This design comes from an exercise in tuning for small area, a short achievable clock period and few clock cycles per item on the open sky130 flow, not from production work.
Function was checked by simulation only, so behaviour that the tests miss may differ from the original.

`config.mk`:
```
export PLATFORM = sky130hd
export DESIGN_NAME = kw_unwrap
export DESIGN_NICKNAME = kw_unwrap
export VERILOG_FILES = /design/flow/design.v
export SDC_FILE = /design/flow/constraint.sdc
export NUM_CORES = 8
export LEC_CHECK = 0
export CAP_MARGIN = 20
export CORE_MARGIN = 2
export CORE_UTILIZATION = 21
export SETUP_SLACK_MARGIN = 1.65
export SLEW_MARGIN = 20
export SYNTH_HIERARCHICAL = 1
```
`constraint.sdc`:
```
create_clock -name core_clock -period 8.0 [get_ports {clk}]
set_input_delay 1.6000 -clock core_clock [delete_from_list [all_inputs] [get_ports {clk}]]
set_output_delay 1.6000 -clock core_clock [all_outputs]
set_load 0.01 [all_outputs]
```
`design.v`:
```
module aes_sbox (
    input  wire [7:0] a,
    output wire [7:0] y
);
    wire t0, t1, t2, t3, t4, t5, t6, t7, t8, t9, t10, t11, t12, t13, t14, t15, t16, t17, t18, t19, t20, t21, t22, t23, t24, t25, t26, t27, t28, t29, t30, M1, M2, M3, M4, M5, M6, M7, M8, M9, M10, M11, M12, M13, M14, M15, M16, M17, M18, M19, M20, M21, M22, M23, M46, M47, M48, M49, M50, M51, M52, M53, M54, M55, M56, M57, M58, M59, M60, M61, M62, M63, b0, b1, b2, b3, b4, b5, b6, b7, b8, b9, b10, b11, b12, b13, b14, b15, b16, b17, b18, b19, b20, b21, b22, b23, b24, b25, b26, b27, b28, b29, b30, b31, b32, b33, b34, b35, b36, M37, M38, M39, M40, M41, M42, M43, M44, M45;
    sx2 g0 (.a(a[1]), .b(a[3]), .y(t0));
    sx2 g1 (.a(a[5]), .b(a[6]), .y(t1));
    sx2 g2 (.a(a[2]), .b(a[7]), .y(t2));
    sx2 g3 (.a(a[0]), .b(t1), .y(t3));
    sx2 g4 (.a(a[4]), .b(a[7]), .y(t4));
    sx2 g5 (.a(t0), .b(t4), .y(t5));
    sx2 g6 (.a(a[6]), .b(t0), .y(t6));
    sx2 g7 (.a(a[5]), .b(t2), .y(t7));
    sx2 g8 (.a(a[2]), .b(a[4]), .y(t8));
    sx2 g9 (.a(a[2]), .b(a[5]), .y(t9));
    sx2 g10 (.a(a[1]), .b(a[4]), .y(t10));
    sx2 g11 (.a(a[1]), .b(a[7]), .y(t11));
    sx2 g12 (.a(a[0]), .b(a[2]), .y(t12));
    sx2 g13 (.a(t2), .b(t10), .y(t13));
    sx2 g14 (.a(a[4]), .b(t2), .y(t14));
    sx2 g15 (.a(a[1]), .b(t2), .y(t15));
    sx2 g16 (.a(t1), .b(t8), .y(t16));
    sx2 g17 (.a(t0), .b(t9), .y(t17));
    sx2 g18 (.a(a[3]), .b(t7), .y(t18));
    sx2 g19 (.a(a[0]), .b(t5), .y(t19));
    sx2 g20 (.a(a[4]), .b(t7), .y(t20));
    sx2 g21 (.a(t1), .b(t5), .y(t21));
    sx2 g22 (.a(t3), .b(t15), .y(t22));
    sx2 g23 (.a(t6), .b(t14), .y(t23));
    sx2 g24 (.a(t0), .b(t7), .y(t24));
    sx2 g25 (.a(a[2]), .b(t6), .y(t25));
    sx2 g26 (.a(t0), .b(t16), .y(t26));
    sx2 g27 (.a(t6), .b(t12), .y(t27));
    sx2 g28 (.a(a[7]), .b(t3), .y(t28));
    sx2 g29 (.a(a[1]), .b(t3), .y(t29));
    sx2 g30 (.a(a[4]), .b(t3), .y(t30));
    snand2 g31 (.a(t13), .b(t5), .y(M1));
    snand2 g32 (.a(t22), .b(t19), .y(M2));
    sxn2 g33 (.a(t23), .b(M1), .y(M3));
    snand2 g34 (.a(t30), .b(a[0]), .y(M4));
    sx2 g35 (.a(M4), .b(M1), .y(M5));
    snand2 g36 (.a(t11), .b(t17), .y(M6));
    snand2 g37 (.a(t29), .b(t3), .y(M7));
    sxn2 g38 (.a(t18), .b(M6), .y(M8));
    snand2 g39 (.a(t28), .b(t27), .y(M9));
    sx2 g40 (.a(M9), .b(M6), .y(M10));
    snand2 g41 (.a(t4), .b(t25), .y(M11));
    snand2 g42 (.a(t8), .b(t20), .y(M12));
    sx2 g43 (.a(M12), .b(M11), .y(M13));
    snand2 g44 (.a(t2), .b(t21), .y(M14));
    sx2 g45 (.a(M14), .b(M11), .y(M15));
    sxn2 g46 (.a(M3), .b(M2), .y(M16));
    sx2 g47 (.a(M5), .b(t26), .y(M17));
    sxn2 g48 (.a(M8), .b(M7), .y(M18));
    sx2 g49 (.a(M10), .b(M15), .y(M19));
    sx2 g50 (.a(M16), .b(M13), .y(M20));
    sx2 g51 (.a(M17), .b(M15), .y(M21));
    sx2 g52 (.a(M18), .b(M13), .y(M22));
    sx2 g53 (.a(M19), .b(t24), .y(M23));
    gf16_inv_0000_000000000 u_inv (.d({M23, M22, M21, M20}), .m({M45, M44, M43, M42, M41, M40, M39, M38, M37}));
    snand2 g54 (.a(M44), .b(t5), .y(M46));
    snand2 g55 (.a(M40), .b(t19), .y(M47));
    snand2 g56 (.a(M39), .b(a[0]), .y(M48));
    snand2 g57 (.a(M43), .b(t17), .y(M49));
    snand2 g58 (.a(M38), .b(t3), .y(M50));
    snand2 g59 (.a(M37), .b(t27), .y(M51));
    snand2 g60 (.a(M42), .b(t25), .y(M52));
    snand2 g61 (.a(M45), .b(t20), .y(M53));
    snand2 g62 (.a(M41), .b(t21), .y(M54));
    snand2 g63 (.a(M44), .b(t13), .y(M55));
    snand2 g64 (.a(M40), .b(t22), .y(M56));
    snand2 g65 (.a(M39), .b(t30), .y(M57));
    snand2 g66 (.a(M43), .b(t11), .y(M58));
    snand2 g67 (.a(M38), .b(t29), .y(M59));
    snand2 g68 (.a(M37), .b(t28), .y(M60));
    snand2 g69 (.a(M42), .b(t4), .y(M61));
    snand2 g70 (.a(M45), .b(t8), .y(M62));
    snand2 g71 (.a(M41), .b(t2), .y(M63));
    sx2 g72 (.a(M56), .b(M61), .y(b0));
    sxn2 g73 (.a(M62), .b(b0), .y(b1));
    sx2 g74 (.a(M46), .b(M49), .y(b2));
    sx2 g75 (.a(M54), .b(M58), .y(b3));
    sx2 g76 (.a(M50), .b(M53), .y(b4));
    sx2 g77 (.a(M48), .b(M60), .y(b5));
    sx2 g78 (.a(M51), .b(M59), .y(b6));
    sx2 g79 (.a(M47), .b(M50), .y(b7));
    sxn2 g80 (.a(M55), .b(b7), .y(b8));
    sx2 g81 (.a(M46), .b(M52), .y(b9));
    sxn2 g82 (.a(M61), .b(b6), .y(b10));
    sxn2 g83 (.a(M62), .b(b10), .y(b11));
    sx2 g84 (.a(b3), .b(b5), .y(b12));
    sxn2 g85 (.a(M55), .b(b1), .y(b13));
    sx2 g86 (.a(M48), .b(M51), .y(b14));
    sx2 g87 (.a(M61), .b(M63), .y(b15));
    sx2 g88 (.a(M48), .b(M58), .y(b16));
    sx2 g89 (.a(M49), .b(M52), .y(b17));
    sxn2 g90 (.a(M57), .b(b2), .y(b18));
    sx2 g91 (.a(M47), .b(M53), .y(b19));
    sx2 g92 (.a(b2), .b(b8), .y(b20));
    sx2 g93 (.a(b8), .b(b14), .y(b21));
    sx2 g94 (.a(b9), .b(b15), .y(b22));
    sx2 g95 (.a(b2), .b(b16), .y(b23));
    sxn2 g96 (.a(b12), .b(b22), .y(b24));
    sxn2 g97 (.a(b11), .b(b23), .y(b25));
    sx2 g98 (.a(b1), .b(b21), .y(b26));
    sx2 g99 (.a(b4), .b(b17), .y(b27));
    sx2 g100 (.a(b1), .b(b12), .y(b28));
    sx2 g101 (.a(b4), .b(b11), .y(b29));
    sx2 g102 (.a(b9), .b(b19), .y(b30));
    sx2 g103 (.a(b1), .b(b20), .y(b31));
    sx2 g104 (.a(b4), .b(b18), .y(b32));
    sxn2 g105 (.a(b13), .b(b30), .y(b33));
    sx2 g106 (.a(b28), .b(b32), .y(b34));
    sxn2 g107 (.a(b3), .b(b29), .y(b35));
    sx2 g108 (.a(b13), .b(b27), .y(b36));
    assign y[7] = b36;
    assign y[6] = b33;
    assign y[5] = b24;
    assign y[4] = b31;
    assign y[3] = b26;
    assign y[2] = b34;
    assign y[1] = b35;
    assign y[0] = b25;
endmodule
module sx2 (input wire a, input wire b, output wire y);
    assign y = a ^ b;
endmodule
module sxn2 (input wire a, input wire b, output wire y);
    assign y = ~(a ^ b);
endmodule
module snand2 (input wire a, input wire b, output wire y);
    assign y = ~(a & b);
endmodule
module snor2 (input wire a, input wire b, output wire y);
    assign y = ~(a | b);
endmodule
module skx (input wire a, input wire g, input wire s, output wire y);
    assign y = a ^ (g & s);
endmodule
module gf16_inv_0000_000000000 (
    input  wire [3:0] d,
    output wire [8:0] m
);
    assign m[0] = (d[0] & d[1]) | (d[1] & ~d[3]) | (d[0] & ~d[2] & d[3]) | (d[0] & d[2] & ~d[3]);
    assign m[1] = (d[1] & d[2]) | (~d[0] & d[1]) | (d[0] & d[2] & d[3]) | (d[0] & ~d[1] & ~d[2] & ~d[3]);
    assign m[2] = (~d[1] & d[3]) | (d[2] & d[3]) | (~d[0] & d[1] & d[2]) | (d[0] & ~d[1] & d[2]);
    assign m[3] = (~d[2] & d[3]) | (d[0] & d[3]) | (d[0] & d[1] & d[2]) | (~d[0] & ~d[1] & d[2] & ~d[3]);
    assign m[4] = (~d[0] & d[1] & ~d[3]) | (~d[1] & ~d[2] & d[3]) | (~d[0] & d[1] & d[2]) | (d[0] & ~d[1] & ~d[2]) | (d[0] & ~d[2] & d[3]) | (~d[0] & d[2] & ~d[3]);
    assign m[5] = (d[0] & d[1] & ~d[2]) | (~d[1] & d[2] & d[3]) | (~d[0] & ~d[1] & d[3]) | (d[0] & d[1] & ~d[3]) | (d[1] & ~d[2] & ~d[3]) | (~d[0] & d[2] & d[3]);
    assign m[6] = (d[0] & ~d[1]) | (d[0] & ~d[2]) | (~d[0] & d[1] & d[3]);
    assign m[7] = (~d[0] & d[2]) | (d[2] & ~d[3]) | (d[1] & ~d[2] & d[3]);
    assign m[8] = (~d[1] & d[2] & d[3]) | (d[0] & d[1] & ~d[3]) | (d[0] & ~d[1] & ~d[2]) | (~d[0] & d[2] & ~d[3]);
endmodule
module gf16_inv_0000_111110011 (
    input  wire [3:0] d,
    output wire [8:0] m
);
    assign m[0] = (~d[0] & ~d[1]) | (~d[0] & d[3]) | (~d[1] & ~d[2] & ~d[3]) | (~d[1] & d[2] & d[3]);
    assign m[1] = (~d[0] & ~d[1]) | (d[0] & d[1] & ~d[2]) | (~d[1] & ~d[2] & d[3]) | (~d[1] & d[2] & ~d[3]);
    assign m[2] = (d[1] & ~d[2]) | (~d[2] & ~d[3]) | (~d[0] & ~d[1] & ~d[3]) | (d[0] & d[1] & ~d[3]);
    assign m[3] = (~d[2] & ~d[3]) | (~d[0] & d[1] & ~d[3]) | (~d[0] & d[2] & d[3]) | (d[0] & ~d[1] & ~d[3]);
    assign m[4] = (d[0] & d[2]) | (~d[1] & d[2] & d[3]) | (d[0] & d[1] & ~d[3]) | (~d[0] & d[1] & ~d[2] & d[3]) | (~d[0] & ~d[1] & ~d[2] & ~d[3]);
    assign m[5] = (d[0] & d[1] & ~d[2]) | (~d[1] & d[2] & d[3]) | (~d[0] & ~d[1] & d[3]) | (d[0] & d[1] & ~d[3]) | (d[1] & ~d[2] & ~d[3]) | (~d[0] & d[2] & d[3]);
    assign m[6] = (d[0] & ~d[1]) | (d[0] & ~d[2]) | (~d[0] & d[1] & d[3]);
    assign m[7] = (~d[2] & ~d[3]) | (~d[1] & ~d[2]) | (d[0] & d[2] & d[3]);
    assign m[8] = (d[1] & d[3]) | (~d[0] & ~d[2]) | (d[0] & ~d[1] & d[2] & ~d[3]);
endmodule
module aes_inv_sbox (
    input  wire [7:0] a,
    output wire [7:0] y
);
    wire t0, t1, t2, t3, t4, t5, t6, t7, t8, t9, t10, t11, t12, t13, t14, t15, t16, t17, t18, t19, t20, t21, t22, t23, t24, t25, t26, t27, t28, t29, M1, M2, M3, M4, M5, M6, M7, M8, M9, M10, M11, M12, M13, M14, M15, M16, M17, M18, M19, M20, M21, M22, M23, M46, M47, M48, M49, M50, M51, M52, M53, M54, M55, M56, M57, M58, M59, M60, M61, M62, M63, b0, b1, b2, b3, b4, b5, b6, b7, b8, b9, b10, b11, b12, b13, b14, b15, b16, b17, b18, b19, b20, b21, b22, b23, b24, b25, b26, b27, b28, b29, b30, b31, b32, b33, b34, b35, b36, b37, b38, b39, M37, M38, M39, M40, M41, M42, M43, M44, M45;
    sx2 g0 (.a(a[4]), .b(a[6]), .y(t0));
    sx2 g1 (.a(a[0]), .b(a[1]), .y(t1));
    sx2 g2 (.a(a[3]), .b(a[4]), .y(t2));
    sx2 g3 (.a(a[3]), .b(a[6]), .y(t3));
    sx2 g4 (.a(a[2]), .b(a[7]), .y(t4));
    sx2 g5 (.a(t0), .b(t1), .y(t5));
    sx2 g6 (.a(a[6]), .b(a[7]), .y(t6));
    sx2 g7 (.a(a[7]), .b(t0), .y(t7));
    sx2 g8 (.a(t1), .b(t3), .y(t8));
    sx2 g9 (.a(a[0]), .b(a[7]), .y(t9));
    sx2 g10 (.a(a[1]), .b(a[2]), .y(t10));
    sx2 g11 (.a(a[0]), .b(a[5]), .y(t11));
    sx2 g12 (.a(a[0]), .b(a[3]), .y(t12));
    sx2 g13 (.a(a[1]), .b(a[5]), .y(t13));
    sx2 g14 (.a(a[2]), .b(a[5]), .y(t14));
    sxn2 g15 (.a(a[4]), .b(a[7]), .y(t15));
    sx2 g16 (.a(a[5]), .b(t4), .y(t16));
    sx2 g17 (.a(t1), .b(t2), .y(t17));
    sx2 g18 (.a(t1), .b(t6), .y(t18));
    sxn2 g19 (.a(t3), .b(t9), .y(t19));
    sx2 g20 (.a(t2), .b(t10), .y(t20));
    sx2 g21 (.a(a[5]), .b(t2), .y(t21));
    sx2 g22 (.a(a[0]), .b(t2), .y(t22));
    sx2 g23 (.a(t0), .b(t11), .y(t23));
    sxn2 g24 (.a(t3), .b(t13), .y(t24));
    sxn2 g25 (.a(t0), .b(t14), .y(t25));
    sxn2 g26 (.a(t4), .b(t5), .y(t26));
    sx2 g27 (.a(t4), .b(t8), .y(t27));
    sxn2 g28 (.a(a[5]), .b(t5), .y(t28));
    sx2 g29 (.a(a[3]), .b(t7), .y(t29));
    snor2 g30 (.a(t18), .b(t25), .y(M1));
    snor2 g31 (.a(t15), .b(t7), .y(M2));
    sxn2 g32 (.a(t27), .b(M1), .y(M3));
    snor2 g33 (.a(t5), .b(t16), .y(M4));
    sx2 g34 (.a(M4), .b(M1), .y(M5));
    snand2 g35 (.a(t17), .b(t24), .y(M6));
    snor2 g36 (.a(t0), .b(t22), .y(M7));
    sx2 g37 (.a(t23), .b(M6), .y(M8));
    snor2 g38 (.a(t8), .b(t28), .y(M9));
    sxn2 g39 (.a(M9), .b(M6), .y(M10));
    snand2 g40 (.a(t2), .b(t26), .y(M11));
    snor2 g41 (.a(t29), .b(t20), .y(M12));
    sxn2 g42 (.a(M12), .b(M11), .y(M13));
    snor2 g43 (.a(t6), .b(t19), .y(M14));
    sxn2 g44 (.a(M14), .b(M11), .y(M15));
    sx2 g45 (.a(M3), .b(M2), .y(M16));
    sxn2 g46 (.a(M5), .b(t12), .y(M17));
    sx2 g47 (.a(M8), .b(M7), .y(M18));
    sx2 g48 (.a(M10), .b(M15), .y(M19));
    sx2 g49 (.a(M16), .b(M13), .y(M20));
    sx2 g50 (.a(M17), .b(M15), .y(M21));
    sx2 g51 (.a(M18), .b(M13), .y(M22));
    sxn2 g52 (.a(M19), .b(t21), .y(M23));
    gf16_inv_0000_111110011 u_inv (.d({M23, M22, M21, M20}), .m({M45, M44, M43, M42, M41, M40, M39, M38, M37}));
    snor2 g53 (.a(M44), .b(t25), .y(M46));
    snor2 g54 (.a(M40), .b(t7), .y(M47));
    snor2 g55 (.a(M39), .b(t16), .y(M48));
    snand2 g56 (.a(M43), .b(t24), .y(M49));
    snor2 g57 (.a(M38), .b(t22), .y(M50));
    snor2 g58 (.a(M37), .b(t28), .y(M51));
    snand2 g59 (.a(M42), .b(t26), .y(M52));
    snor2 g60 (.a(M45), .b(t20), .y(M53));
    snor2 g61 (.a(M41), .b(t19), .y(M54));
    snor2 g62 (.a(M44), .b(t18), .y(M55));
    snor2 g63 (.a(M40), .b(t15), .y(M56));
    snor2 g64 (.a(M39), .b(t5), .y(M57));
    snand2 g65 (.a(M43), .b(t17), .y(M58));
    snor2 g66 (.a(M38), .b(t0), .y(M59));
    snor2 g67 (.a(M37), .b(t8), .y(M60));
    snand2 g68 (.a(M42), .b(t2), .y(M61));
    snor2 g69 (.a(M45), .b(t29), .y(M62));
    snor2 g70 (.a(M41), .b(t6), .y(M63));
    sx2 g71 (.a(M52), .b(M61), .y(b0));
    sx2 g72 (.a(M50), .b(b0), .y(b1));
    sxn2 g73 (.a(M54), .b(M58), .y(b2));
    sx2 g74 (.a(M62), .b(b2), .y(b3));
    sx2 g75 (.a(M59), .b(b1), .y(b4));
    sx2 g76 (.a(M48), .b(M56), .y(b5));
    sx2 g77 (.a(M47), .b(M60), .y(b6));
    sx2 g78 (.a(b5), .b(b6), .y(b7));
    sx2 g79 (.a(M57), .b(M63), .y(b8));
    sx2 g80 (.a(M46), .b(M51), .y(b9));
    sxn2 g81 (.a(M49), .b(b7), .y(b10));
    sx2 g82 (.a(M51), .b(M59), .y(b11));
    sx2 g83 (.a(M48), .b(M59), .y(b12));
    sx2 g84 (.a(M55), .b(M63), .y(b13));
    sx2 g85 (.a(M49), .b(M58), .y(b14));
    sxn2 g86 (.a(M58), .b(b5), .y(b15));
    sxn2 g87 (.a(M49), .b(b11), .y(b16));
    sxn2 g88 (.a(M55), .b(M61), .y(b17));
    sx2 g89 (.a(M46), .b(b12), .y(b18));
    sx2 g90 (.a(b8), .b(b15), .y(b19));
    sx2 g91 (.a(M47), .b(b9), .y(b20));
    sx2 g92 (.a(M53), .b(b14), .y(b21));
    sx2 g93 (.a(b0), .b(b16), .y(b22));
    sx2 g94 (.a(b0), .b(b18), .y(b23));
    sx2 g95 (.a(M53), .b(b9), .y(b24));
    sx2 g96 (.a(M54), .b(b13), .y(b25));
    sx2 g97 (.a(b8), .b(b17), .y(b26));
    sx2 g98 (.a(M57), .b(b3), .y(b27));
    sx2 g99 (.a(b10), .b(b25), .y(b28));
    sx2 g100 (.a(M62), .b(b21), .y(b29));
    sx2 g101 (.a(b1), .b(b10), .y(b30));
    sx2 g102 (.a(b19), .b(b24), .y(b31));
    sx2 g103 (.a(b3), .b(b22), .y(b32));
    sx2 g104 (.a(b3), .b(b20), .y(b33));
    sx2 g105 (.a(b3), .b(b23), .y(b34));
    sx2 g106 (.a(b4), .b(b28), .y(b35));
    sx2 g107 (.a(b4), .b(b31), .y(b36));
    sx2 g108 (.a(b4), .b(b33), .y(b37));
    sx2 g109 (.a(b4), .b(b29), .y(b38));
    sx2 g110 (.a(b27), .b(b30), .y(b39));
    assign y[7] = b32;
    assign y[6] = b35;
    assign y[5] = b39;
    assign y[4] = b34;
    assign y[3] = b36;
    assign y[2] = b37;
    assign y[1] = b38;
    assign y[0] = b26;
endmodule
module aes_inv_mixcol (
    input  wire [31:0] c,
    output wire [31:0] y
);
    wire m0, m1, m2, m3, m4, m5, m6, m7, m8, m9, m10, m11, m12, m13, m14, m15, m16, m17, m18, m19, m20, m21, m22, m23, m24, m25, m26, m27, m28, m29, m30, m31, m32, m33, m34, m35, m36, m37, m38, m39, m40, m41, m42, m43, m44, m45, m46, m47, m48, m49, m50, m51, m52, m53, m54, m55, m56, m57, m58, m59, m60, m61, m62, m63, m64, m65, m66, m67, m68, m69, m70, m71, m72, m73, m74, m75, m76, m77, m78, m79, m80, m81, m82, m83, m84, m85, m86, m87, m88, m89, m90, m91, m92, m93, m94, m95, m96, m97, m98, m99, m100, m101, m102, m103, m104, m105, m106, m107, m108, m109, m110, m111, m112, m113, m114, m115, m116, m117, m118, m119, m120, m121, m122, m123, m124, m125, m126, m127, m128, m129, m130, m131, m132, m133, m134, m135, m136, m137, m138, m139, m140, m141, m142, m143, m144, m145, m146, m147, m148, m149, m150, m151, m152, m153, m154, m155, m156, m157, m158, m159, m160, m161, m162, m163, m164, m165, m166, m167, m168, m169, m170, m171, m172, m173, m174, m175;
    sx2 x0 (.a(c[5]), .b(c[21]), .y(m0));
    sx2 x1 (.a(c[13]), .b(c[29]), .y(m1));
    sx2 x2 (.a(c[6]), .b(c[22]), .y(m2));
    sx2 x3 (.a(c[14]), .b(c[30]), .y(m3));
    sx2 x4 (.a(m0), .b(m1), .y(m4));
    sx2 x5 (.a(c[15]), .b(c[31]), .y(m5));
    sx2 x6 (.a(c[23]), .b(c[27]), .y(m6));
    sx2 x7 (.a(c[7]), .b(c[11]), .y(m7));
    sx2 x8 (.a(c[18]), .b(m3), .y(m8));
    sx2 x9 (.a(c[26]), .b(m2), .y(m9));
    sx2 x10 (.a(c[8]), .b(m4), .y(m10));
    sx2 x11 (.a(c[4]), .b(c[20]), .y(m11));
    sx2 x12 (.a(c[0]), .b(c[16]), .y(m12));
    sx2 x13 (.a(c[1]), .b(c[17]), .y(m13));
    sx2 x14 (.a(c[3]), .b(c[19]), .y(m14));
    sx2 x15 (.a(c[9]), .b(c[25]), .y(m15));
    sx2 x16 (.a(c[12]), .b(c[28]), .y(m16));
    sx2 x17 (.a(c[2]), .b(c[10]), .y(m17));
    sx2 x18 (.a(m6), .b(m7), .y(m18));
    sx2 x19 (.a(m5), .b(m14), .y(m19));
    sx2 x20 (.a(m8), .b(m9), .y(m20));
    sx2 x21 (.a(c[23]), .b(c[24]), .y(m21));
    sx2 x22 (.a(c[24]), .b(m12), .y(m22));
    sx2 x23 (.a(m4), .b(m15), .y(m23));
    sx2 x24 (.a(c[15]), .b(m13), .y(m24));
    sx2 x25 (.a(m11), .b(m16), .y(m25));
    sx2 x26 (.a(m18), .b(m19), .y(m26));
    sx2 x27 (.a(m17), .b(m20), .y(m27));
    sx2 x28 (.a(m10), .b(m22), .y(m28));
    sx2 x29 (.a(c[7]), .b(c[31]), .y(m29));
    sx2 x30 (.a(c[3]), .b(c[31]), .y(m30));
    sx2 x31 (.a(c[7]), .b(c[15]), .y(m31));
    sx2 x32 (.a(m2), .b(m21), .y(m32));
    sx2 x33 (.a(c[31]), .b(m3), .y(m33));
    sx2 x34 (.a(m13), .b(m30), .y(m34));
    sx2 x35 (.a(c[19]), .b(m24), .y(m35));
    sx2 x36 (.a(c[23]), .b(m25), .y(m36));
    sx2 x37 (.a(c[7]), .b(c[8]), .y(m37));
    sx2 x38 (.a(m3), .b(m11), .y(m38));
    sx2 x39 (.a(c[10]), .b(m11), .y(m39));
    sx2 x40 (.a(m14), .b(m15), .y(m40));
    sx2 x41 (.a(m2), .b(m29), .y(m41));
    sx2 x42 (.a(c[2]), .b(m16), .y(m42));
    sx2 x43 (.a(m2), .b(m16), .y(m43));
    sx2 x44 (.a(m3), .b(m31), .y(m44));
    sx2 x45 (.a(m5), .b(m12), .y(m45));
    sx2 x46 (.a(m0), .b(m5), .y(m46));
    sx2 x47 (.a(c[17]), .b(m17), .y(m47));
    sx2 x48 (.a(m0), .b(m18), .y(m48));
    sx2 x49 (.a(m8), .b(m42), .y(m49));
    sx2 x50 (.a(m1), .b(m19), .y(m50));
    sx2 x51 (.a(m7), .b(m34), .y(m51));
    sx2 x52 (.a(m9), .b(m39), .y(m52));
    sx2 x53 (.a(m23), .b(m52), .y(m53));
    sx2 x54 (.a(m23), .b(m49), .y(m54));
    sx2 x55 (.a(c[5]), .b(c[12]), .y(m55));
    sx2 x56 (.a(c[14]), .b(c[21]), .y(m56));
    sx2 x57 (.a(c[13]), .b(c[28]), .y(m57));
    sx2 x58 (.a(c[6]), .b(c[30]), .y(m58));
    sx2 x59 (.a(c[6]), .b(c[21]), .y(m59));
    sx2 x60 (.a(c[1]), .b(c[9]), .y(m60));
    sx2 x61 (.a(c[12]), .b(c[29]), .y(m61));
    sx2 x62 (.a(c[21]), .b(c[28]), .y(m62));
    sx2 x63 (.a(c[15]), .b(c[26]), .y(m63));
    sx2 x64 (.a(c[5]), .b(c[29]), .y(m64));
    sx2 x65 (.a(c[10]), .b(c[25]), .y(m65));
    sx2 x66 (.a(c[7]), .b(c[14]), .y(m66));
    sx2 x67 (.a(c[22]), .b(c[30]), .y(m67));
    sx2 x68 (.a(c[13]), .b(c[30]), .y(m68));
    sx2 x69 (.a(c[16]), .b(c[24]), .y(m69));
    sx2 x70 (.a(c[10]), .b(c[18]), .y(m70));
    sx2 x71 (.a(c[0]), .b(c[25]), .y(m71));
    sx2 x72 (.a(c[6]), .b(c[14]), .y(m72));
    sx2 x73 (.a(c[0]), .b(c[15]), .y(m73));
    sx2 x74 (.a(c[2]), .b(c[11]), .y(m74));
    sx2 x75 (.a(c[1]), .b(c[16]), .y(m75));
    sx2 x76 (.a(c[0]), .b(c[17]), .y(m76));
    sx2 x77 (.a(c[9]), .b(c[16]), .y(m77));
    sx2 x78 (.a(c[27]), .b(m2), .y(m78));
    sx2 x79 (.a(m21), .b(m37), .y(m79));
    sx2 x80 (.a(c[22]), .b(m66), .y(m80));
    sx2 x81 (.a(c[12]), .b(m6), .y(m81));
    sx2 x82 (.a(c[25]), .b(m37), .y(m82));
    sx2 x83 (.a(m1), .b(m67), .y(m83));
    sx2 x84 (.a(c[20]), .b(m6), .y(m84));
    sx2 x85 (.a(c[20]), .b(m55), .y(m85));
    sx2 x86 (.a(m6), .b(m17), .y(m86));
    sx2 x87 (.a(m1), .b(m29), .y(m87));
    sx2 x88 (.a(c[4]), .b(m62), .y(m88));
    sx2 x89 (.a(c[2]), .b(m60), .y(m89));
    sx2 x90 (.a(c[23]), .b(m12), .y(m90));
    sx2 x91 (.a(c[20]), .b(m57), .y(m91));
    sx2 x92 (.a(c[13]), .b(m59), .y(m92));
    sx2 x93 (.a(c[4]), .b(m61), .y(m93));
    sx2 x94 (.a(c[22]), .b(m64), .y(m94));
    sx2 x95 (.a(c[29]), .b(m56), .y(m95));
    sx2 x96 (.a(m13), .b(m71), .y(m96));
    sx2 x97 (.a(c[5]), .b(m68), .y(m97));
    sx2 x98 (.a(c[9]), .b(m3), .y(m98));
    sx2 x99 (.a(m15), .b(m75), .y(m99));
    sx2 x100 (.a(m21), .b(m76), .y(m100));
    sx2 x101 (.a(c[4]), .b(m7), .y(m101));
    sx2 x102 (.a(m7), .b(m63), .y(m102));
    sx2 x103 (.a(m6), .b(m74), .y(m103));
    sx2 x104 (.a(c[1]), .b(m65), .y(m104));
    sx2 x105 (.a(m8), .b(m102), .y(m105));
    sx2 x106 (.a(m8), .b(m47), .y(m106));
    sx2 x107 (.a(m79), .b(m89), .y(m107));
    sx2 x108 (.a(m33), .b(m40), .y(m108));
    sx2 x109 (.a(m38), .b(m94), .y(m109));
    sx2 x110 (.a(m32), .b(m73), .y(m110));
    sx2 x111 (.a(m41), .b(m69), .y(m111));
    sx2 x112 (.a(m4), .b(m24), .y(m112));
    sx2 x113 (.a(m4), .b(m22), .y(m113));
    sx2 x114 (.a(m9), .b(m45), .y(m114));
    sx2 x115 (.a(m33), .b(m90), .y(m115));
    sx2 x116 (.a(m31), .b(m83), .y(m116));
    sx2 x117 (.a(m47), .b(m98), .y(m117));
    sx2 x118 (.a(m70), .b(m78), .y(m118));
    sx2 x119 (.a(m38), .b(m92), .y(m119));
    sx2 x120 (.a(m33), .b(m100), .y(m120));
    sx2 x121 (.a(m41), .b(m96), .y(m121));
    sx2 x122 (.a(m32), .b(m82), .y(m122));
    sx2 x123 (.a(m43), .b(m95), .y(m123));
    sx2 x124 (.a(m46), .b(m80), .y(m124));
    sx2 x125 (.a(m43), .b(m97), .y(m125));
    sx2 x126 (.a(m32), .b(m77), .y(m126));
    sx2 x127 (.a(m46), .b(m58), .y(m127));
    sx2 x128 (.a(m72), .b(m87), .y(m128));
    sx2 x129 (.a(m45), .b(m104), .y(m129));
    sx2 x130 (.a(m44), .b(m99), .y(m130));
    sx2 x131 (.a(m34), .b(m84), .y(m131));
    sx2 x132 (.a(m9), .b(m103), .y(m132));
    sx2 x133 (.a(m23), .b(m120), .y(m133));
    sx2 x134 (.a(m36), .b(m127), .y(m134));
    sx2 x135 (.a(m114), .b(m117), .y(m135));
    sx2 x136 (.a(m36), .b(m128), .y(m136));
    sx2 x137 (.a(m35), .b(m81), .y(m137));
    sx2 x138 (.a(m26), .b(m109), .y(m138));
    sx2 x139 (.a(m25), .b(m124), .y(m139));
    sx2 x140 (.a(m20), .b(m129), .y(m140));
    sx2 x141 (.a(m50), .b(m85), .y(m141));
    sx2 x142 (.a(m10), .b(m121), .y(m142));
    sx2 x143 (.a(m35), .b(m132), .y(m143));
    sx2 x144 (.a(m48), .b(m93), .y(m144));
    sx2 x145 (.a(m10), .b(m110), .y(m145));
    sx2 x146 (.a(m86), .b(m108), .y(m146));
    sx2 x147 (.a(m10), .b(m111), .y(m147));
    sx2 x148 (.a(c[28]), .b(m51), .y(m148));
    sx2 x149 (.a(m50), .b(m88), .y(m149));
    sx2 x150 (.a(m10), .b(m130), .y(m150));
    sx2 x151 (.a(m112), .b(m126), .y(m151));
    sx2 x152 (.a(m40), .b(m105), .y(m152));
    sx2 x153 (.a(m20), .b(m107), .y(m153));
    sx2 x154 (.a(m51), .b(m118), .y(m154));
    sx2 x155 (.a(m26), .b(m119), .y(m155));
    sx2 x156 (.a(m36), .b(m116), .y(m156));
    sx2 x157 (.a(m26), .b(m125), .y(m157));
    sx2 x158 (.a(m35), .b(m101), .y(m158));
    sx2 x159 (.a(m48), .b(m91), .y(m159));
    sx2 x160 (.a(m106), .b(m122), .y(m160));
    sx2 x161 (.a(m10), .b(m115), .y(m161));
    sx2 x162 (.a(m44), .b(m113), .y(m162));
    sx2 x163 (.a(m26), .b(m123), .y(m163));
    sx2 x164 (.a(m28), .b(m152), .y(m164));
    sx2 x165 (.a(m28), .b(m154), .y(m165));
    sx2 x166 (.a(m27), .b(m149), .y(m166));
    sx2 x167 (.a(m53), .b(m148), .y(m167));
    sx2 x168 (.a(m53), .b(m137), .y(m168));
    sx2 x169 (.a(m27), .b(m141), .y(m169));
    sx2 x170 (.a(m27), .b(m159), .y(m170));
    sx2 x171 (.a(m27), .b(m144), .y(m171));
    sx2 x172 (.a(m28), .b(m143), .y(m172));
    sx2 x173 (.a(m54), .b(m158), .y(m173));
    sx2 x174 (.a(m54), .b(m131), .y(m174));
    sx2 x175 (.a(m28), .b(m146), .y(m175));
    assign y[0] = m147;
    assign y[1] = m133;
    assign y[2] = m140;
    assign y[3] = m172;
    assign y[4] = m174;
    assign y[5] = m166;
    assign y[6] = m138;
    assign y[7] = m134;
    assign y[8] = m162;
    assign y[9] = m142;
    assign y[10] = m153;
    assign y[11] = m175;
    assign y[12] = m167;
    assign y[13] = m171;
    assign y[14] = m157;
    assign y[15] = m136;
    assign y[16] = m145;
    assign y[17] = m150;
    assign y[18] = m135;
    assign y[19] = m165;
    assign y[20] = m173;
    assign y[21] = m169;
    assign y[22] = m155;
    assign y[23] = m139;
    assign y[24] = m161;
    assign y[25] = m151;
    assign y[26] = m160;
    assign y[27] = m164;
    assign y[28] = m168;
    assign y[29] = m170;
    assign y[30] = m163;
    assign y[31] = m156;
endmodule
module kw_unwrap (
    input  wire         clk,
    input  wire         rst,       
    input  wire         start,     
    input  wire [127:0] kek,       
    input  wire [191:0] wrapped,   
    output wire         busy,
    output wire         done,      
    output wire         ok,        
    output wire [127:0] key        
);
    localparam [63:0] KW_IV = 64'hA6A6A6A6A6A6A6A6;
    reg         busy_r;
    reg         done_r;
    reg         kexp;     
    reg         first;    
    reg         step12;   
    reg [3:0]   rnd;      
    reg [3:0]   t;        
    reg [127:0] st;       
    reg [63:0]  ro;       
    reg [127:0] rk;       
    reg [127:0] kl;       
    wire accept = start && !busy_r;
    genvar gb, gc, gr;
    wire last   = !kexp && (rnd == 4'd0);
    assign busy = busy_r;
    assign done = done_r;
    assign ok   = (st[127:64] == KW_IV);
    assign key  = {st[63:0], ro};
    wire [31:0]  w0 = rk[127:96];
    wire [31:0]  w1 = rk[95:64];
    wire [31:0]  w2 = rk[63:32];
    wire [31:0]  w3 = rk[31:0];
    wire [31:0]  v3 = w3 ^ w2;    
    wire [31:0]  v2 = w2 ^ w1;
    wire [31:0]  v1 = w1 ^ w0;
    wire [31:0]  rot = {v3[23:0], v3[31:24]};
    wire [31:0]  sw_out;
    generate
        for (gb = 0; gb < 4; gb = gb + 1) begin : g_sbox
            aes_sbox u_sbox (.a(rot[8*gb +: 8]), .y(sw_out[8*gb +: 8]));
        end
    endgenerate
    wire [9:0]   rd = {rnd == 4'd9, rnd == 4'd8, rnd == 4'd7, rnd == 4'd6, rnd == 4'd5,
                       rnd == 4'd4, rnd == 4'd3, rnd == 4'd2, rnd == 4'd1, rnd == 4'd0};
    wire [7:0]   rcon = {rd[7], rd[6], rd[5] | rd[9], rd[4] | rd[8] | rd[9],
                         rd[3] | rd[8], rd[2] | rd[9], rd[1] | rd[8] | rd[9], rd[0] | rd[8]};
    wire [31:0]  temp = sw_out ^ {rcon, 24'h000000};
    wire [31:0]  n0 = w0 ^ temp;
    wire         fin = kexp && (rnd == 4'd9);    
    wire [31:0]  n2 = v2 ^ n0;
    wire [127:0] key_step = {n0, v1 ^ (temp & {32{kexp}}), v2 ^ (n0 & {32{kexp}}),
                             v3 ^ (n2 & {32{fin}})};
    wire [127:0] key_prev = {n0, v1, v2, v3};
    wire [127:0] blk = (step12 ? {kl[127:64] ^ 64'd12, kl[63:0]}
                               : {st[127:64] ^ {60'd0, t}, ro}) ^ rk;
    wire [127:0] imc;
    generate
        for (gc = 0; gc < 4; gc = gc + 1) begin : g_imc
            aes_inv_mixcol u_imc (.c(st[32*gc +: 32]), .y(imc[32*gc +: 32]));
        end
    endgenerate
    wire [127:0] x = first ? blk : imc;
    wire [127:0] isr;
    generate
        for (gc = 0; gc < 4; gc = gc + 1) begin : g_col
            for (gr = 0; gr < 4; gr = gr + 1) begin : g_row
                assign isr[127 - 8*(gr + 4*((gc + gr) % 4)) -: 8] =
                       x[127 - 8*(gr + 4*gc) -: 8];
            end
        end
    endgenerate
    wire [127:0] isb;
    generate
        for (gb = 0; gb < 16; gb = gb + 1) begin : g_isbox
            aes_inv_sbox u_isbox (.a(isr[8*gb +: 8]), .y(isb[8*gb +: 8]));
        end
    endgenerate
    wire [127:0] ark = isb ^ key_prev;
    always @(posedge clk) begin
        if (rst) begin
            busy_r <= 1'b0;
            done_r <= 1'b0;
            kexp   <= 1'b0;
            first  <= 1'b0;
            step12 <= 1'b0;
        end else begin
            done_r <= 1'b0;
            if (accept) begin
                busy_r <= 1'b1;
                kexp   <= 1'b1;
                first  <= 1'b0;
                step12 <= 1'b1;
                rnd    <= 4'd0;
                t      <= 4'd12;
            end else if (busy_r) begin
                if (kexp) begin
                    if (rnd == 4'd9) begin
                        kexp  <= 1'b0;
                        first <= 1'b1;
                    end else begin
                        rnd <= rnd + 4'd1;
                    end
                end else begin
                    first <= (rnd == 4'd0) && (t != 4'd1);
                    if (rnd == 4'd0) begin
                        rnd    <= 4'd9;
                        t      <= t - 4'd1;
                        step12 <= 1'b0;
                        if (t == 4'd1) begin
                            busy_r <= 1'b0;
                            done_r <= 1'b1;
                        end
                    end else begin
                        rnd <= rnd - 4'd1;
                    end
                end
            end
        end
    end
    always @(posedge clk) begin
        if (accept)
            rk <= {kek[127:32], kek[63:32] ^ kek[31:0]};
        else if (last)
            rk <= kl;
        else
            rk <= key_step;
    end
    always @(posedge clk) begin
        if (accept)
            kl <= {wrapped[191:128], wrapped[63:0]};
        else if (first && step12)
            kl <= rk;
    end
    always @(posedge clk) begin
        st <= ark;
        if (accept)
            ro <= wrapped[127:64];
        else if (first && !step12)
            ro <= st[63:0];
    end
endmodule
```
`flow/run.sh`:
```
#!/bin/bash
# The standard layout (the standard.sh: ORFS synthesis to finish), with
# these changes in how it is made:
#  - the port buffers that global placement inserts on every input and
#    output are the smallest buffer (buf_1) instead of clkdlybuf4s50_1;
#  - clock tree synthesis inserts no dummy loads;
#  - after floorplanning, the flip-flops of the round state (st) get a
#    stronger drive (same cell type, dfxtp_1 -> dfxtp_4): they drive the
#    InvMixColumns network at the start of the critical loop.
# ORFS writes each step's full log under orfs/logs/; make's output goes to
# flow_*.log and the resizing step's to upsize.log, all in this folder.
set -euo pipefail
export BUFFER_PORTS_ARGS="-buffer_cell sky130_fd_sc_hd__buf_1"
export CTS_ARGS="-sink_clustering_enable -repair_clock_nets -dont_use_dummy_load"
bash standard.sh floorplan > flow_floorplan.log 2>&1
odb=orfs/results/$FLOW_PLATFORM/kw_unwrap/base/2_floorplan.odb
ODB=$odb openroad -no_init -exit flow/upsize.tcl > upsize.log 2>&1
bash standard.sh finish > flow_finish.log 2>&1
```
`flow/upsize.tcl`:
```
# Give the state flip-flops st[*] the 4x drive version of their cell.
read_db $::env(ODB)
set db [ord::get_db]
set block [[$db getChip] getBlock]
set n 0
foreach inst [$block getInsts] {
  set name [$inst getName]
  set m [[$inst getMaster] getName]
  if {[string first "st\\\[" $name] == 0 && $m eq "sky130_fd_sc_hd__dfxtp_1"} {
    $inst swapMaster [$db findMaster sky130_fd_sc_hd__dfxtp_4]
    incr n
  }
}
puts "resized $n flip-flops"
write_db $::env(ODB)
```
`standard.sh`:
```
#!/bin/bash
# synth_recipe.tcl (not shown) runs the flow's synth.tcl, then flattens the netlist and writes it again
# the make line also repeats each setting of config.mk as NAME=value (left out here)
make -C /OpenROAD-flow-scripts/flow DESIGN_CONFIG=/design/flow/config.mk WORK_HOME=/design/flow/orfs CLKGATE_MAP_FILE= SYNTH_SCRIPT=/design/flow/synth_recipe.tcl "${@:-finish}"
```
==> flow_summary_export.csv, run 1 <==
group,metric,value,unit
outcome,status,"no timing/DRC/antenna violations",
finish,mostFrequentLayoutCells,"1832 x xor2_1, 952 x nand2_1, 669 x xnor2_1",
timing,fmax,0.161,GHz
logic_synthesis,synthesis.nets,6976,
timing,final-setup-viol-count,0,
timing,relSlewSlack,20.3,%
critical_path,critical_path_class,"flop to flop",
timing,clock_skew,0.0899,ns
timing,fin_crit,6.19,ns
global_route,grt_overflow,0,
timing,setup_ws,1.81,ns
logic_synthesis,netlist_area,55200,sq um
worst_hold_path,min_path_type,"flop to flop",
timing,hold_viol,0,
placed_design,hpwl,203,mm
finish,seqCellArea,11700,sq um
logic_synthesis,ys_types,71,
routing,drt-wirelength-per-cell,23.9,microns
clocking,cts_hold_buf,0,
routing,num_vias,46200,
floorplan,num_rows,188,
logic_synthesis,synth.top_cell.area_share,33.4,%
logic_synthesis,ys.flop_type,"dfxtp_1",
clocking,cts_max_level,2,
timing,slew_violations,0,
critical_path,cp_slowest_stage_delay,0.44,ns
logic_synthesis,ys.warnings.count,7,
clocking,cts.clk_slew.worst_paths,0.07,ns
finish,layout_commonest_cell,"xor2_1",
floorplan,dieHeight,516,microns
critical_path,startpoint_type,"flop",
global_route,grt_pass1_wl,337,mm
floorplan,pin_count,454,
routing,ant_nets,0,
floorplan,initial_core_util,21.1,%
finish,fillCellCount,28400,
logic_synthesis,yosysSeqAreaShare,20.4,%
clocking,cts_root_buffer,"clkbuf_16",
floorplan,die_area,267000,sq um
timing,worst_pin_slew,1.20,ns
floorplan,die_w,516,microns
placed_design,place_ws,0.728,ns
finish,syn2layout_area_growth,18.8,%
placed_design,io_buffers,453,
clocking,clk_path_buf_depth,3,
finish,drive_gt1_share,16.1,%
logic_synthesis,synth_edf_count,200,
clocking,clkSinkCount,461,
critical_path,worst_path_most_repeated_cell,"xor2_1",
critical_path,cp_slowest_cell,"dfxtp_4",
routing,dr.pass1.iters,6,
critical_path,cp_max_fo,10,
timing,period_share,77.4,%
critical_path,crit_buf_inv,4,
finish,multi_input_area,43700,sq um
timing,grt_setup_unrepaired,"yes",
critical_path,critical-path-top-delay-family,"XOR/XNOR gates",
logic_synthesis,synth.largest_area_cell,"xor2_1",
routing,drcViolationCount,0,
global_route,grt_max_degree,169,
global_route,grt_pass1_vias,44000,
finish,final_nets,7203,
clocking,clk_latency,0.72,ns
logic_synthesis,postSynthAreaPerCell,8.30,sq um
timing,setup_tns,0,ns
clocking,cts_tree,"done",
routing,drt_iter0_markers,4235,
critical_path,end_kind,"flop",
logic_synthesis,async_flop_share,0,%
logic_synthesis,netlist_instances,6646,
logic_synthesis,ys_seq_elements,461,
floorplan,fp.coreArea,262000,sq um
global_route,track_usage,17.8,%
flow_run,maxCapViolations,0,
global_route,antenna_found_initial,18,
clocking,cts_buffers,59,
routing,routed_via_density,4.44,
logic_synthesis,synth_area_leaders,"xor2_1 33%, xnor2_1 12%, edfxtp_1 11%, dfxtp_1 9.5%, nand2_1 6.5%",
critical_path,crit_arrival,6.77,ns
placed_design,gp_congestion,0.999,
critical_path,crit_required,8.58,ns
routing,wl,249,mm
## cell families (layout without fill, tap and decap cells)
kind of cell / count (synthesis) / in the layout / share of synthesized area (%)
XOR/XNOR: 2867 / 2867 / 45.6
AND/OR/NAND/NOR: 1744 / 1744 / 13.4
AO/OA/AOI/OAI: 683 / 683 / 8.12
buffers and inverters: 627 / 852 / 7.31
flip-flops: 461 / 461 / 20.4
multiplexers: 257 / 257 / 4.95
adder cells (fa/ha/maj): 7 / 7 / 0.159
other: 0 / 7 / 0
## synthesized netlist by cell type, types with 57 or more instances
cell / count
nor2_1: 505
mux2_2: 126
nand2_1: 954
nand2b_1: 57
xnor2_1: 759
xor2_1: 2103
a21oi_1: 239
mux2i_1: 131
edfxtp_1: 200
buf_4: 424
o21ai_0: 67
dfxtp_1: 261
clkbuf_1: 105
## per-layer routing
metal / global-route usage, % / vias up / wire, microns
met4: 11.6 / 20 / 19600
met5: 0 / - / 125
met1: 22.1 / 22400 / 100000
met3: 3.30 / 491 / 18300
li1: - / 21400 / -
met2: 27.9 / 1882 / 110000
## worst register-to-register path, delay by kind of cell, from the launching register on
| family | cells | cell delay, ns |
|---|---|---|
| compound gates | 2 | 0.20 |
| xor+xnor | 16 | 3.82 |
| buf+inv | 4 | 0.82 |
| flops | 1 | 0.44 |
| mux | 1 | 0.31 |
| simple gates | 3 | 0.46 |
## worst paths after layout
kind	cells past startpoint	slack [ns]	start	endpoint
worst min register to register	2	0.51	kl[30]	rk[30]
worst min-delay path	2	0.51	kl[30]	rk[30]
worst max-delay path	26	1.81	st[70]	st[13]
worst max register to register	26	1.81	st[70]	st[13]
## Yosys stat by module (local to each module, per instance)
module	area, sq um	flip-flops and latches	cells
aes_inv_mixcol	240	0	32
aes_sbox	60.1	0	8
snor2	3.75	0	1
sx2	8.76	0	1
gf16_inv_0000_000000000	233	0	37
gf16_inv_0000_111110011	235	0	36
aes_inv_sbox	60.1	0	8
snand2	3.75	0	1
sxn2	8.76	0	1
kw_unwrap	25500	461	2718
## repair_timing
item	CTS	global route
hold endpoints to repair	0	0
gates resized for setup	163	333
endpoints found under the setup margin	177	165
pin swaps	17	80
setup buffers	28	84
## flip-flops by register name (all words and copies together) (netlist names)
name / count
kexp: 1
rk: 128
rnd: 4
kl: 128
step12: 1
st: 128
first: 1
ro: 64
busy_r: 1
done_r: 1
t: 4
## cell type report
type / instances / area share, %
diodes: 7 / 0.0267
clock buffers: 59 / 2.25
inverters: 40 / 0.229
multi-input cells: 5558 / 66.6
flip-flops and latches: 461 / 17.9
well taps: 3515 / 6.71
repair buffers: 753 / 6.24
## per-stage QoR
stage | instance area, sq um | std cells | hold WS [ns] | util, %
finish | 65500 | 10400 | 0.510 | 25.0
global route | 65500 | 10400 | 0.551 | 25.0
CTS | 62400 | 10300 | 0.509 | 23.8
detailed placement | 59400 | 10200 | 0.493 | 22.7
global placement | 59400 | 10200 | 0.491 | 22.7
floorplan | 55200 | 6646 | 0.464 | -
Testbench counts, summed over its fixed seeds: cycles 67,072, items 512.
==> run 2, diff against run 1 <==
--- a/config.mk
+++ b/config.mk
@@ -8,6 +8,6 @@
 export CAP_MARGIN = 20
 export CORE_MARGIN = 2
-export CORE_UTILIZATION = 21
-export SETUP_SLACK_MARGIN = 1.65
+export CORE_UTILIZATION = 23
+export SETUP_SLACK_MARGIN = 1.8
 export SLEW_MARGIN = 20
 export SYNTH_HIERARCHICAL = 1
==> run 2 against run 1 <==
Against the previous run: via count fell by 0.15%; fmax rose by 1.1%; first-iteration DRC count rose by 1.9%; critical path depth fell by 1; clock-buffer cell count rose by 2; highest routed layer unchanged.
==> flow_summary_export.csv, run 2 <==
group,metric,value,unit
logic_synthesis,netlist_area,55200,sq um
global_route,grt_overflow,0,
timing,final-setup-viol-count,0,
finish,layout_commonest_cell,"xor2_1",
global_route,grt_max_degree,176,
logic_synthesis,ys_types,71,
logic_synthesis,synth.largest_area_cell,"xor2_1",
logic_synthesis,async_flop_share,0,%
logic_synthesis,synthesis.nets,6976,
global_route,grt_pass1_vias,43300,
timing,period_share,76.6,%
clocking,cts_root_buffer,"clkbuf_16",
timing,fin_crit,6.13,ns
timing,grt_setup_unrepaired,"yes",
placed_design,gp_congestion,0.984,
logic_synthesis,ys_seq_elements,461,
floorplan,num_rows,179,
clocking,clk_path_buf_depth,3,
clocking,cts_max_level,2,
clocking,clk_latency,0.74,ns
finish,drive_gt1_share,17.2,%
logic_synthesis,synthTopCellsByCount,"2103 x xor2_1, 954 x nand2_1, 759 x xnor2_1",
logic_synthesis,netlist_instances,6646,
global_route,track_usage,18.6,%
placed_design,hpwl,194,mm
finish,mostFrequentLayoutCells,"1784 x xor2_1, 950 x nand2_1, 669 x xnor2_1",
timing,relSlewSlack,21.1,%
floorplan,die_area,244000,sq um
timing,clock_skew,0.108,ns
clocking,cts_tree,"done",
flow_run,maxCapViolations,0,
routing,wl,241,mm
placed_design,io_buffers,453,
floorplan,dieHeight,494,microns
critical_path,cp_max_fo,13,
floorplan,pin_count,454,
critical_path,crit_required,8.61,ns
routing,drt-wirelength-per-cell,23.9,microns
worst_hold_path,hp-start,"kl[25]",
floorplan,fp.coreArea,238000,sq um
clocking,cts_buffers,61,
timing,slew_violations,0,
routing,wl_met2,108,mm
routing,drt-met1-wl,98.6,mm
logic_synthesis,yosysSeqAreaShare,20.4,%
critical_path,critical_path_class,"flop to flop",
critical_path,startpoint_type,"flop",
timing,fmax,0.163,GHz
floorplan,die_w,494,microns
global_route,antenna_found_initial,22,
outcome,status,"no timing/DRC/antenna violations",
logic_synthesis,synth_edf_count,200,
routing,dr.pass1.iters,5,
finish,syn2layout_area_growth,19.6,%
routing,routed_via_density,4.58,
finish,final_nets,7223,
routing,num_vias,46100,
logic_synthesis,synth.top_cell.area_share,33.4,%
routing,dr_wl_met3,15.7,mm
critical_path,crit_arrival,6.74,ns
routing,ant_nets,0,
timing,worst_pin_slew,1.17,ns
timing,setup_tns,0,ns
routing,drt_iter0_markers,4316,
finish,fillCellCount,25500,
logic_synthesis,ys.warnings.count,7,
logic_synthesis,postSynthAreaPerCell,8.30,sq um
global_route,grt_pass1_wl,325,mm
timing,hold_viol,0,
timing,timing.hold.ws,0.515,ns
routing,highest_layer,"met5",
clocking,cts.clk_slew.worst_paths,0.06,ns
critical_path,end_kind,"flop",
logic_synthesis,ys.flop_type,"dfxtp_1",
finish,reg.largest.list,"kl (128), rk (128), st (128)",
critical_path,crit_path_start,"st[83]",
clocking,clkSinkCount,461,
critical_path,worstReg2RegStart,"st[83]",
floorplan,initial_core_util,23.2,%
routing,drcViolationCount,0,
logic_synthesis,synth_area_leaders,"xor2_1 33%, xnor2_1 12%, edfxtp_1 11%, dfxtp_1 9.5%, nand2_1 6.5%",
worst_hold_path,min_path_type,"flop to flop",
logic_synthesis,yosysMostFrequentCell,"xor2_1",
## run 2: cell count changes in the layout (fill, tap and decap cells not counted), sizes merged
cell / previous run / this run
clkinvlp: 0 / 1
clkbuf: 59 / 61
xor2: 2104 / 2106
inv: 40 / 39
diode: 7 / 6
buf: 753 / 769
## run 2: through the flow
step | cells | setup WS (ns) | instance area [sq um] | utilization [%]
CTS | 9965 | 1.70 | 62400 | 26.2
finish | 10100 | 1.87 | 65900 | 27.7
global placement | 9851 | 0.499 | 58800 | 24.7
floorplan | 6646 | 1.85 | 55200 | -
global route | 10100 | 1.62 | 65900 | 27.7
detailed placement | 9851 | 0.640 | 58800 | 24.7
## run 2: cell families (layout without fill, tap and decap cells)
| kind of cell | after synthesis | in the layout | share of synthesized area (%) |
|---|---|---|---|
| compound gates | 683 | 683 | 8.12 |
| xor+xnor | 2867 | 2869 | 45.6 |
| fa+ha+maj | 7 | 7 | 0.159 |
| buf+inv | 627 | 870 | 7.31 |
| flops | 461 | 461 | 20.4 |
| mux | 257 | 257 | 4.95 |
| other cells | 0 | 6 | 0 |
| simple gates | 1744 | 1744 | 13.4 |
## run 2: layer usage
| metal | up-vias | GRT usage, % |
|---|---|---|
| li1 | 21400 | - |
| met5 | - | 0 |
| met1 | 22400 | 23.8 |
| met4 | 14 | 12.0 |
| met2 | 1799 | 29.5 |
| met3 | 467 | 2.34 |
## run 2: final cells by class
cell class              instances  area [sq um]  area share [%]
clock buffers                  61          1530            2.31
flip-flops and latches        461         11700            17.8
repair buffers                769          4240            6.42
inverters                      40           154           0.233
diodes                          6          15.0          0.0228
multi-input cells            5560         44300            67.2
well taps                    3167          3960            6.01
## run 2: per-module statistics from Yosys, one instance, submodules excluded, excerpt
module                   flops+latches  cell area, sq um  cells
aes_inv_sbox                         0              60.1      8
gf16_inv_0000_111110011              0               235     36
gf16_inv_0000_000000000              0               233     37
snor2                                0              3.75      1
kw_unwrap                          461             25500   2718
snand2                               0              3.75      1
sxn2                                 0              8.76      1
aes_sbox                             0              60.1      8
aes_inv_mixcol                       0               240     32
## run 2: worst paths after layout
check                 end  slack [ns]  cells after the start
setup reg to reg  st[101]        1.87                     25
setup / recovery  st[101]        1.87                     25
hold reg to reg    rk[25]        0.52                      2
hold / removal     rk[25]        0.52                      2
## run 2: critical path: stages, from the launching register on
cell and delay [ns]:
dfxtp_4 0.41, xor2_1 0.38, xor2_2 0.31, xor2_2 0.29, buf_4 0.17, xor2_1 0.32, mux2_4 0.29, xor2_1 0.14
buf_4 0.19, xor2_2 0.27, xnor2_1 0.22, nand2_1 0.18, xnor2_2 0.24, xor2_1 0.19, xnor2_1 0.08, buf_4 0.18
nand2b_1 0.22, o31ai_1 0.31, a21oi_2 0.10, nor2_1 0.25, xor2_1 0.20, xor2_1 0.25, xnor2_2 0.16, xor2_1 0.20
xor2_1 0.34, xnor2_1 0.12
## run 2: timing repair
item                                    CTS  global route
setup buffers                            53            91
pin swaps                                32            97
hold endpoints to repair                  0             0
gates resized for setup                 211           373
hold buffers                              0             0
endpoints found under the setup margin  207           167
cloned                                    0             2
==> run 3, diff against run 2 <==
--- a/config.mk
+++ b/config.mk
@@ -8,5 +8,5 @@
 export CAP_MARGIN = 20
 export CORE_MARGIN = 2
-export CORE_UTILIZATION = 23
+export CORE_UTILIZATION = 22
 export SETUP_SLACK_MARGIN = 1.8
 export SLEW_MARGIN = 20
==> run 3 against run 2 <==
Against the previous run: still clean on timing, DRC and antenna; first-iteration DRC count shrank 6.5%; design area is 0.24% higher; area after synthesis unchanged; highest routed layer unchanged.
==> flow_summary_export.csv, run 3 <==
group,metric,value,unit
floorplan,num_rows,183,
critical_path,end_kind,"flop",
timing,slew_violations,0,
timing,fmax,0.166,GHz
floorplan,initial_core_util,22.2,%
timing,final-setup-viol-count,0,
logic_synthesis,synth_edf_count,200,
clocking,cts_max_level,2,
timing,setup_ws,1.96,ns
placed_design,gp_congestion,1.02,
critical_path,cp_max_fo,7,
finish,multi_input_area,44200,sq um
clocking,cts_tree,"done",
global_route,grt_pass1_vias,43700,
timing,setup_tns,0,ns
placed_design,dp_cells,10000,
finish,final_nets,7230,
critical_path,endpoint,"st[5]",
critical_path,worstReg2RegStart,"st[111]",
clocking,clk_latency,0.72,ns
timing,worst_pin_slew,1.14,ns
logic_synthesis,synth.largest_area_cell,"xor2_1",
placed_design,io_buffers,453,
clocking,cts_root_buffer,"clkbuf_16",
finish,fin_cells,10200,
floorplan,pin_count,454,
timing,fin_crit,6.04,ns
global_route,grt_max_degree,182,
critical_path,crit_required,8.55,ns
clocking,cts.clk_slew.worst_paths,0.06,ns
placed_design,place_ws,0.802,ns
floorplan,fp.coreArea,249000,sq um
placed_design,hpwl,196,mm
clocking,cts_buffers,61,
critical_path,crit_path_start,"st[111]",
logic_synthesis,yosysMostFrequentCell,"xor2_1",
critical_path,startpoint_type,"flop",
worst_hold_path,min_path_type,"flop to flop",
outcome,status,"no timing/DRC/antenna violations",
logic_synthesis,ys.warnings.count,7,
finish,layout_commonest_cell,"xor2_1",
logic_synthesis,ys_types,71,
logic_synthesis,postSynthAreaPerCell,8.30,sq um
clocking,clk_path_buf_depth,3,
timing,clock_skew,0.110,ns
finish,seqCellArea,11700,sq um
logic_synthesis,synthesis.nets,6976,
routing,drcViolationCount,0,
routing,drt_iter0_markers,4035,
logic_synthesis,ys_seq_elements,461,
critical_path,r2r_setup_slack,1.96,ns
global_route,grt_pass1_wl,328,mm
floorplan,dieHeight,505,microns
finish,mostFrequentLayoutCells,"1783 x xor2_1, 949 x nand2_1, 661 x xnor2_1",
routing,drt-wirelength-per-cell,23.6,microns
timing,period_share,75.5,%
clocking,clkSinkCount,461,
logic_synthesis,yosysSeqAreaShare,20.4,%
timing,grt_setup_unrepaired,"yes",
logic_synthesis,netlist_instances,6646,
finish,syn2layout_area_growth,19.8,%
logic_synthesis,synth.top_cell.area_share,33.4,%
logic_synthesis,ys.flop_type,"dfxtp_1",
routing,ant_nets,0,
logic_synthesis,async_flop_share,0,%
routing,dr.pass1.iters,6,
logic_synthesis,netlist_area,55200,sq um
clocking,cts_hold_buf,0,
critical_path,critical_path_class,"flop to flop",
floorplan,die_w,505,microns
finish,reg.largest.list,"kl (128), rk (128), st (128)",
routing,routed_via_density,4.47,
global_route,track_usage,17.9,%
critical_path,rr_endpoint,"st[5]",
finish,utilization,26.6,%
logic_synthesis,synthTopCellsByCount,"2103 x xor2_1, 954 x nand2_1, 759 x xnor2_1",
critical_path,rr_worst_depth,25,
timing,relSlewSlack,23.2,%
floorplan,die_area,255000,sq um
global_route,antenna_found_initial,14,
critical_path,crit_arrival,6.58,ns
global_route,grt_overflow,0,
timing,hold_viol,0,
finish,drive_gt1_share,17.6,%
routing,wl,241,mm
flow_run,maxCapViolations,0,
finish,fillCellCount,26800,
routing,num_vias,45800,
logic_synthesis,synth_area_leaders,"xor2_1 33%, xnor2_1 12%, edfxtp_1 11%, dfxtp_1 9.5%, nand2_1 6.5%",
## run 3: cell counts after synthesis
Identical to the previous run, type by type.
## run 3: cells by family (layout without fill, tap and decap cells)
kind of cell | Yosys count | after routing | synth area share [%]
xor+xnor | 2867 | 2868 | 45.6
simple gates | 1744 | 1744 | 13.4
compound gates | 683 | 683 | 8.12
buf+inv | 627 | 878 | 7.31
flops | 461 | 461 | 20.4
mux | 257 | 257 | 4.95
fa+ha+maj | 7 | 7 | 0.159
other cells | 0 | 7 | 0
## run 3: worst min path at each step
stage / startpoint / cells after the start / endpoint / slack (ns)
4_1_cts: kl[30] / 2 / rk[30] / 0.51
6_report: kl[25] / 2 / rk[25] / 0.51
3_3_place_gp: kl[30] / 2 / rk[30] / 0.49
5_1_grt: kl[30] / 2 / rk[30] / 0.56
2_1_floorplan: kl[30] / 2 / rk[30] / 0.46
3_5_place_dp: kl[25] / 2 / rk[25] / 0.50
## run 3: modules after synthesis, one instance, submodules excluded
module	cells	cell area, sq um
aes_sbox	8	60.1
aes_inv_sbox	8	60.1
aes_inv_mixcol	32	240
gf16_inv_0000_000000000	37	233
gf16_inv_0000_111110011	36	235
sx2	1	8.76
snor2	1	3.75
sxn2	1	8.76
kw_unwrap	2718	25500
snand2	1	3.75
## run 3: cell type report
| class | count | share of cell area, % |
|---|---|---|
| Tap cell | 3330 | 6.30 |
| Multi-Input combinational cell | 5559 | 66.9 |
| Inverter | 40 | 0.244 |
| Timing Repair Buffer | 777 | 6.52 |
| Antenna cell | 7 | 0.0265 |
| Sequential cell | 461 | 17.8 |
| Clock buffer | 61 | 2.31 |
## run 3: what timing repair did
action | in CTS | in global routing
setup endpoints to repair | 202 | 173
gates resized for setup | 220 | 367
cloned | 1 | 0
setup buffers | 38 | 111
pin swaps | 34 | 112
## run 3: per-layer routing
metal / GRT usage [%] / part of all wire (%)
met1: 21.9 / 40
met4: 11.9 / 8.0
met5: 0 / 0.043
met2: 28.5 / 45
met3: 3.24 / 6.7
## run 3: worst max-delay path, stage by stage, from the launching register on
cell and delay (ns):
dfxtp_4 0.48, xor2_2 0.27, xor2_1 0.31, xor2_1 0.21, buf_4 0.19, xor2_1 0.33, mux2_4 0.34, xor2_1 0.16
buf_4 0.20, xor2_2 0.25, xnor2_1 0.20, nand2_1 0.19, xnor2_2 0.27, xor2_1 0.25, xnor2_2 0.17, buf_4 0.19
a21oi_1 0.05, o21a_1 0.20, nor2_1 0.21, xor2_1 0.28, xor2_1 0.27, xnor2_2 0.18, xor2_1 0.20, xor2_1 0.19
xnor2_1 0.09, buf_4 0.16
## run 3: per-stage QoR
stage	cell area, sq um	hold WS (ns)
final	66100	0.515
after global routing	66100	0.561
after CTS	62600	0.510
after detailed placement	59100	0.496
after global placement	59100	0.493
after floorplan	55200	0.464

[static timing again, ports no longer ideal]
In the flow no input, the clock included, has a driving cell. The finished layouts below were timed again as built, in two steps. Step 1, drivers: a clkbuf_16 drives clk and a buf_2 each remaining input, both assumed. Step 2 adds t to the input delays and takes it off the output delays; t is the mean of the earliest and latest rising clock arrival at the registers after step 1. Input paths then give back, and output paths get back, about the clock's delay inside the block. Slacks: ideal ports / drivers / drivers and shift; pairs: ideal ports / drivers.
| run | t (ns) | setup WS [ns] | hold WS [ns] | cell pins on the clock port's net |
|---|---|---|---|---|
| run 1 | 0.762 | 1.805 / 1.805 / 1.805 | 0.510 / 0.510 / 0.510 | 1 |
| run 2 | 0.769 | 1.873 / 1.873 / 1.873 | 0.515 / 0.515 / 0.515 | 1 |
| run 3 | 0.754 | 1.961 / 1.961 / 1.961 | 0.515 / 0.515 / 0.515 | 1 |
After both steps setup and hold are still met in every run listed.
